Source: an optimization exercise on an open RTL-to-GDS flow (aim: small area, a short achievable clock period and few clock cycles). Production flows keep margins and buffers that such runs may drop. Only simulation tests tie the RTL to the original design; equivalence was not proved. No activity file was given, so power comes from the tool's default toggle rates.

## rhathen_lane
module rhathen_lane (
    input  wire        clk,
    input  wire        rst,
    input  wire        in_valid,
    output wire        in_ready,
    input  wire [31:0] in_instr,
    output reg         done,
    output reg         run_ovf,
    output reg         run_psn,
    output reg         as_valid,
    output reg  [9:0]  as_num,
    input  wire        hp_we,
    input  wire        hp_wspace,       
    input  wire [3:0]  hp_waddr,
    input  wire [31:0] hp_wdata,
    input  wire        hp_wpsn,
    input  wire        hp_rspace,
    input  wire [3:0]  hp_raddr,
    output wire [31:0] hp_rdata,
    output wire        hp_rpsn
);
==> flow/config.mk <==
export PLATFORM = sky130hd
export DESIGN_NAME = rhathen_lane
export DESIGN_NICKNAME = rhathen_lane
export VERILOG_FILES = /design/flow/design.v
export SDC_FILE = /design/flow/constraint.sdc
export NUM_CORES = 4
export LEC_CHECK = 0
export CAP_MARGIN = 20
export CORE_MARGIN = 2
export CORE_UTILIZATION = 40
export CTS_CLUSTER_DIAMETER = 60
export CTS_CLUSTER_SIZE = 20
export PLACE_DENSITY = 0.55
export SLEW_MARGIN = 20
==> flow/constraint.sdc <==
create_clock -name core_clock -period 17.0 [get_ports {clk}]
set_input_delay 3.4000 -clock core_clock [delete_from_list [all_inputs] [get_ports {clk}]]
set_output_delay 3.4000 -clock core_clock [all_outputs]
set_load 0.01 [all_outputs]
standard.sh (not shown) runs the stock make flow with config.mk's settings and CLKGATE_MAP_FILE= SYNTH_SCRIPT=/design/flow/synth_recipe.tcl, a recipe that flattens the netlist after the stock synthesis.
==> flow/flow/run.sh <==
#!/bin/bash
set -o pipefail
bash standard.sh SETUP_SLACK_MARGIN=8.5 \
    "BUFFER_PORTS_ARGS=-buffer_cell sky130_fd_sc_hd__buf_4" \
    finish > standard.log 2>&1
Testbench counts at the start, summed over its fixed seeds: cycles 21,313.
Change:
--- a/flow/design.v
+++ b/flow/design.v
@@ -231,23 +231,24 @@
         if (fire & i_zon) begin
             zstk   <= {zstk[6:0], ze};
             zstk_p <= {zstk_p[6:0], zep};
         end else if (fire & i_zoff) begin
             zstk   <= {1'b0, zstk[7:1]};
             zstk_p <= {1'b0, zstk_p[7:1]};
         end
         if (fire & i_mul) begin
             mb   <= bx;
             muns <= uns;
         end
-        acc <= msum[MN+32:MN];
+        if (busy)
+            acc <= msum[MN+32:MN];
         if (act & i_lim & ~lim2)
             lim_a1 <= opnd[3:0] + 4'd1;
     end
     always @(posedge clk) begin
         done     <= 1'b0;
         as_valid <= 1'b0;
         mchk     <= 1'b0;
         if (rst) begin
             ba <= 1'b0; bap <= 1'b0;
             wa <= 32'd0; wap <= 1'b0;
             ze <= 1'b1; zep <= 1'b0;
After rerunning: Sequential share of layout area rose by 0.72 points; core utilization fell by 0.35 points; synthesized cell count fell slightly; power fell by roughly a tenth; routed wire length fell slightly; clock skew fell by 0.016 ns.
Testbench counts after the change, summed over its fixed seeds: cycles 21,313.

--- another note on this design; it stands on its own ---

// rhathen_lane
module rhathen_lane (
    input  wire        clk,
    input  wire        rst,
    input  wire        in_valid,
    output wire        in_ready,
    input  wire [31:0] in_instr,
    output reg         done,
    output reg         run_ovf,
    output reg         run_psn,
    output reg         as_valid,
    output reg  [9:0]  as_num,
    input  wire        hp_we,
    input  wire        hp_wspace,       
    input  wire [3:0]  hp_waddr,
    input  wire [31:0] hp_wdata,
    input  wire        hp_wpsn,
    input  wire        hp_rspace,
    input  wire [3:0]  hp_raddr,
    output wire [31:0] hp_rdata,
    output wire        hp_rpsn
);
    localparam MN     = 4;           
    localparam MSTEPS = 32 / MN;
    wire [5:0]  op   = in_instr[31:26];
    wire [1:0]  md   = in_instr[25:24];
    wire [23:0] opnd = in_instr[23:0];
    wire g_ctl   = (op[5:3] == 3'b000);           
    wire i_end   = g_ctl & ~op[2] & (op[1:0] == 2'b11);
    wire i_asrt  = g_ctl & op[2];
    wire i_blog  = (op[5:3] == 3'b001);           
    wire g_10    = (op[5:3] == 3'b010);           
  ...
For scale: about 1,200 flip-flops, ~130 I/O pins, roughly 65,000 sq um of cells after synthesis.
export LEC_CHECK = 0
export CAP_MARGIN = 20
export CORE_MARGIN = 2
export CORE_UTILIZATION = 40
export CTS_CLUSTER_DIAMETER = 60
export CTS_CLUSTER_SIZE = 20
export PLACE_DENSITY = 0.55
export SLEW_MARGIN = 20
create_clock -name core_clock -period 17.0 [get_ports {clk}]
standard.sh (not shown) runs the stock make flow with config.mk's settings and CLKGATE_MAP_FILE= SYNTH_SCRIPT=/design/flow/synth_recipe.tcl, a recipe that flattens the netlist after the stock synthesis.
==> flow/flow/run.sh <==
#!/bin/bash
set -o pipefail
bash standard.sh SETUP_SLACK_MARGIN=7 \
    "BUFFER_PORTS_ARGS=-buffer_cell sky130_fd_sc_hd__buf_4" \
    finish > standard.log 2>&1
The starting point finished with timing, DRC and antenna clean.
Testbench counts at the start, summed over its fixed seeds: cycles 21,313.
==> next run, changes <==
Settings changed: CTS_CLUSTER_DIAMETER 60 to default, CTS_CLUSTER_SIZE 20 to default.
Global-route usage came out higher by 0.19 points. Combinational power is about the same. Non-clock buffer count came out lower by 6.

[port drivers added, routing unchanged]
The flow's constraints put no driver on any port. The routed layouts listed below were extracted and timed again, unchanged, in two steps.
Step 1 assumes that a clkbuf_16 drives the clock port and a buf_2 every other input.
Step 2 moves the port delays by t, midway between the first and last clock arrival at a register: inputs arrive t later, outputs are due t later. That takes back most of the time a late clock gives input paths.
a / b / c = ideal / step 1 / step 2; a / b = the first two.
run | shift t [ns] | setup slack, ns | worst setup path at the end | worst data-port slew with drivers (ns) | cell pins on the clock port's net
the first run of note 1 | 0.850 | 7.492 / 7.212 / 6.779 | input to register | 0.44 | 1
the second run of note 1 | 0.842 | 7.686 / 7.363 / 7.063 | input to register | 0.42 | 1
the first run of note 2 | 0.846 | 6.898 / 6.777 / 6.048 | input to register | 0.20 | 1
the second run of note 2 | 0.866 | 6.912 / 6.664 / 5.973 | input to register | 0.30 | 1
After both steps setup and hold are still met in every run listed. The setup slack of the second run of note 2, which loses most, moves by -0.248 ns with the drivers and by -0.939 ns with both steps.
